This design comes from an exercise in tuning for small area, a short achievable clock period and few clock cycles per item on the open sky130 flow, not from production work.
Function was checked by simulation only, so behaviour that the tests miss may differ from the original.
Power and IR drop assume default switching activity.

### flow/design.v
module rank_engine #(
    parameter N  = 64,    
    parameter IW = 6      
) (
    input  wire          clk,
    input  wire          rst,           
    input  wire [15:0]   i_arm,         
    input  wire [15:0]   i_deadband,    
    input  wire          s_prev_neg,    
    input  wire [12:0]   tenure_q,      
    input  wire [15:0]   vmax_q,        
    input  wire [15:0]   vmin_q,        
    input  wire          in_valid,
    output wire          in_ready,
    input  wire [15:0]   in_vq,         
    input  wire          in_ins,        
    input  wire          in_masked,     
    output wire          out_valid,
    input  wire          out_ready,
    output wire [IW-1:0] out_cell,
    output wire [31:0]   out_key,
    output wire          out_last,
    output wire          out_d_neg,     
    output wire          out_deadband   
);
    localparam KW = 18;   
    reg              loading;       
    reg  [IW:0]      cnt;           
    reg  [IW-1:0]    cell_no;       
    reg              d_neg;         
    reg              deadband;
    wire take = in_valid && loading;
    wire give = out_valid && out_ready;
    wire first = (cnt == 0);
    assign in_ready  = loading;
    assign out_valid = !loading;
    wire        i_neg  = i_arm[15];
    wire [16:0] i_abs  = i_neg ? (17'd0 - {1'b1, i_arm}) : {1'b0, i_arm};
    wire        in_db  = (i_abs <= {1'b0, i_deadband});
    wire        d_new  = in_db ? d_neg : (i_neg ^ s_prev_neg);
    wire        d_cur  = first ? d_new : d_neg;
    wire [15:0] base   = d_cur ? (16'hFFFF - in_vq) : in_vq;
    wire [12:0] t      = in_ins ? tenure_q : 13'd0;
    wire [16:0] kbits  = {1'b0, base} + 17'd8192 - {4'd0, t};
    wire        excl   = in_masked || (d_cur ? (in_vq < vmin_q) : (in_vq > vmax_q));
    wire [KW-1:0] new_key = {excl, kbits};
    reg [KW-1:0] key_r  [0:N-1];
    reg [IW-1:0] cell_r [0:N-1];
    wire [N-1:0] le;
    genvar g;
    generate
        for (g = 0; g < N; g = g + 1) begin : g_cmp
            assign le[g] = (g < cnt) && (key_r[g] <= new_key);
        end
    endgenerate
    integer i;
    always @(posedge clk) begin
        if (take) begin
            for (i = 0; i < N; i = i + 1) begin
                if (le[i]) begin
                    key_r[i]  <= key_r[i];
                    cell_r[i] <= cell_r[i];
                end else if (i == 0 || le[i-1]) begin
                    key_r[i]  <= new_key;
                    cell_r[i] <= cell_no;
                end else begin
                    key_r[i]  <= key_r[i-1];
                    cell_r[i] <= cell_r[i-1];
                end
            end
        end else if (give) begin
            for (i = 0; i < N - 1; i = i + 1) begin
                key_r[i]  <= key_r[i+1];
                cell_r[i] <= cell_r[i+1];
            end
        end
    end
    always @(posedge clk) begin
        if (rst) begin
            loading  <= 1'b1;
            cnt      <= 0;
            cell_no  <= 0;
            d_neg    <= 1'b0;
            deadband <= 1'b0;
        end else if (take) begin
            if (first) begin
                d_neg    <= d_new;
                deadband <= in_db;
            end
            cell_no <= cell_no + 1'b1;
            cnt     <= cnt + 1'b1;
            if (cnt == N - 1)
                loading <= 1'b0;
        end else if (give) begin
            cnt <= cnt - 1'b1;
            if (cnt == 1)
                loading <= 1'b1;
        end
    end
    assign out_cell     = cell_r[0];
    assign out_key      = {key_r[0][KW-1], 14'd0, key_r[0][16:0]};
    assign out_last     = (cnt == 1);
    assign out_d_neg    = d_neg;
    assign out_deadband = deadband;
endmodule
### flow/run.sh
#!/bin/bash
# synth_recipe.tcl (not shown) runs the flow's synth.tcl, then flattens the netlist and writes it again
# the make line also repeats each setting of config.mk as NAME=value (left out here)
make -C /OpenROAD-flow-scripts/flow DESIGN_CONFIG=/design/flow/config.mk WORK_HOME=/design/flow/orfs CLKGATE_MAP_FILE= SYNTH_SCRIPT=/design/flow/synth_recipe.tcl finish
### flow/config.mk
export PLATFORM = sky130hd
export DESIGN_NAME = rank_engine
export DESIGN_NICKNAME = rank_engine
export VERILOG_FILES = /design/flow/design.v
export SDC_FILE = /design/flow/constraint.sdc
export NUM_CORES = 4
export LEC_CHECK = 0
export CAP_MARGIN = 20
export CORE_MARGIN = 2
export CORE_UTILIZATION = 40
export SLEW_MARGIN = 20
### flow/constraint.sdc
create_clock -name core_clock -period 12.0 [get_ports {clk}]
set_input_delay 2.4000 -clock core_clock [delete_from_list [all_inputs] [get_ports {clk}]]
set_output_delay 2.4000 -clock core_clock [all_outputs]
set_load 0.01 [all_outputs]
==> results.txt <==
## how the worst max path moves through the flow
stage                         from                       to  slack (ns)  cells after the start
after CTS                 i_arm[5]   key_r[32][1]$_DFFE_PP_        0.92                     37
after floorplan           i_arm[7]  cell_r[48][0]$_DFFE_PP_       -0.11                     40
final                     i_arm[5]   key_r[32][1]$_DFFE_PP_        0.71                     36
after global routing      i_arm[5]   key_r[49][2]$_DFFE_PP_        0.18                     38
after detailed placement  i_arm[5]   key_r[32][1]$_DFFE_PP_        0.07                     37
after global placement    i_arm[5]  key_r[12][17]$_DFFE_PP_        0.03                     36
## cell usage in the layout (no fill, tap or decap), types with 205 or more instances in the layout
| master | netlist | routed |
|---|---|---|
| ha_1 | 1166 | 1165 |
| inv_1 | 230 | 214 |
| a21oi_1 | 382 | 380 |
| a21o_1 | 205 | 205 |
| o21ai_0 | 618 | 595 |
| mux2i_1 | 613 | 613 |
| nor2_1 | 355 | 350 |
| buf_4 | 62 | 491 |
| o21ai_1 | 220 | 214 |
| nand3_1 | 822 | 822 |
| edfxtp_1 | 1536 | 1536 |
| nand2_1 | 1567 | 1543 |
| o211ai_1 | 705 | 705 |
## layer usage
layer	track usage, %	wire length (um)
met1	39.46	165000
met2	47.35	190000
met3	5.961	42980
met4	14.29	20050
met5	0	118
## cells by family after synthesis
kind of cell / count (synthesis)
xor+xnor: 103
simple gates: 3339
flops: 1552
other cells: 1
fa+ha+maj: 1199
mux: 638
compound gates: 2615
buf+inv: 1010
## sequential cells by signal (all words and copies together) (netlist names)
signal,cells
cell_no,6
d_neg,1
cell_r,384
deadband,1
loading,1
cnt,7
key_r,1152
## power breakdown
part	switching [uW]	internal (uW)
registers	707	6790
clock network	2530	3250
logic	7360	4100
total	10600	14100
## worst max-delay path, delay by kind of cell
family	cells	cell delay, ns
AND/OR/NAND/NOR	10	2.87
AO/OA/AOI/OAI	10	2.19
buffers and inverters	7	2.17
adder cells (fa/ha/maj)	4	1.18
multiplexers	2	0.48
XOR/XNOR	3	0.46
## final cells by class
cell class              instances  share of cell area (%)
well taps                    3533                   3.614
multi-input cells            7908                   45.72
clock inverters               113                  0.9361
clock buffers                 223                   3.937
flip-flops and latches       1552                   37.98
repair buffers                800                   7.017
diodes                         24                 0.04911
inverters                     232                  0.7499
## stage by stage
| step | hold WS (ns) | setup TNS, ns |
|---|---|---|
| global placement | 0.5206 | 0 |
| CTS | 0.5053 | 0 |
| detailed placement | 0.5333 | 0 |
| global route | 0.5324 | 0 |
| finish | 0.4912 | 0 |
| floorplan | 0.5142 | -5.216 |
==> results.txt <==
gr usage total=30.03%; CTS Buf Count=approximately 180; post-synthesis register bit count=~1600; Die Height=519.0 um; Crit path top cell by count=ha_1; Synth async-reset ratio=0%; Buffers on Ports=128; area grow syn2layout=15.30%; synthesized area per cell=just over 10 um2; Post-CTS Resized=0; Mapped Area=0.1061 mm2; Worst EP arrival=~12 ns; main area contributors after synthesis=edfxtp_1 (43%), ha_1 (14%), mux2i_1 (5.8%); Post-Synth Adder-Cell Area=14.09%; status=finished clean; Setup CP Type=input pin to flip-flop; CTS tree=built; period utilisation layout=roughly 94%; I/O pin count=143; Simple-Gate Fraction of Synth Area=14.34%; worst-path fanout max=31; Starting Density=40.12%; sequential-to-total area share from yosys stat=43.79%; total power=approximately 25000 uW; mux contribution to synthesized area=under 10%; critical path's slowest cell=nand4b_1; Placed Area=between 0.1 and 0.15 mm2; wire per inst=29.07 um; worst min path class=flip-flop to flip-flop; CTS max path bufs=3; initial DRC count=12190; post-synth top area cell=edfxtp_1; clock root buffer=clkbuf_16; pin count of the biggest net entering global routing=a little over 200; cells after synthesis=10460; post-synthesis xor/xnor area fraction=just over 1%; max cap viols=0; # Post-CTS Setup Buffers=0; chip width=519.0 um; r2r setup slk=3.61 ns; Row Count=189; dpl hpwl=289100 um; Final Net Count=11940; Reg-to-Reg End=key_r[32][1]$_DFFE_PP_; Worst Max-Slew Pin Slew=1.237 ns; Hold Vio Cnt, Final=0; # DRC=0; first-pass GRT wire length=~600000 um; top_reg_cell synth=edfxtp_1; Core Area=0.2644 mm2; Place WS=0.06865 ns; final setup vio count=0; P per Cell Area=a little over 200 mW/mm2; Yosys warning count=4; final-report max-slew violation count=0; Worst Path Required=about 13 ns; Peak VDD IR=192.2 uV; leakage power total=about 0.047 uW; number of nets still failing antenna checks after routing=0; Synth Area in Compound Gates=~17%; top-area cell type share of the netlist area=43.49%; routed vias=between 90000 and 100k; vias in the first global route=approximately 90000; drt pass-1 iters=6; Die Area=0.2693 mm2; drt total wl=418200 um; min Tclk post-route=11.29 ns; main combinational cell family by area after synthesis=compound AO/OA/AOI/OAI gates; Worst setup EP type=flip-flop; Worst-Skew Late Latency=0.88 ns; crit path launch type=input pin; initial antenna violation count=21; Max-slew headroom=17.53%; H-tree depth=4; Placer Congestion=0.9358; Fill cells=roughly 25000; FF-to-FF path depth=29; Final Util=between 40% and 50%; Post-synth top cells=nand2_1 (1567), edfxtp_1 (1536), ha_1 (1166), nand3_1 (822), o211ai_1 (705); Placed Cells=14030; crit-path max cell delay=0.59 ns; CTS sink cnt=1552; Design Area, Final=around 0.12 mm2; Hold Crit Endpoint=cell_r[0][3]$_DFFE_PP_; Hold-fix buffers, CTS=0; maximum clock frequency=88.61 MHz; Max Clock Skew=0.06183 ns; gr ovfl total=0; Seq. cell area=0.04645 mm2; Critical R2R Launch=cnt[6]$_SDFFE_PP0P_; Finished Layout Cells=14390; layout cells sized above 1=10.63%; Clock transition at path regs=0.06 ns; count leader, synth=nand2_1; Min-Delay Path Depth=2; worst setup margin=0.7145 ns; Vias/cell=6.418; area of the multi-input gates=roughly 0.056 mm2; Post-synth EDFFs=1536; hold wc startpoint=cell_r[1][3]$_DFFE_PP_; Unique masters post-synth=approximately 100; RSZ-0062 raised after global routing=false
Testbench counts, summed over its fixed seeds: cycles 32,768, sorts 256.

[afterwards: timing with drivers on the ports]
In the flow no input, the clock included, has a driving cell. The finished layout below was timed again as built, in two steps.
Step 1 sets driving cells, clkbuf_16 on the clock port and buf_2 on the other inputs (assumed; they add their load-dependent delay and slew).
Step 2 times the ports against the registers' clock, not the clock port: input delays grow and output delays shrink by t, the midpoint of the rising clock arrivals with the driver on.
Slacks: ideal ports / drivers / drivers and shift; pairs: ideal ports / drivers.
t, ns: 0.951
slack for setup (ns): 0.714 / 0.792 / -0.159
worst slew at a driven data input, ns: 0.06
With both steps, setup timing fails in this run, where it was met with ideal ports. For this run, drivers alone change the setup slack by +0.078 ns; drivers and shift together by -0.873 ns.
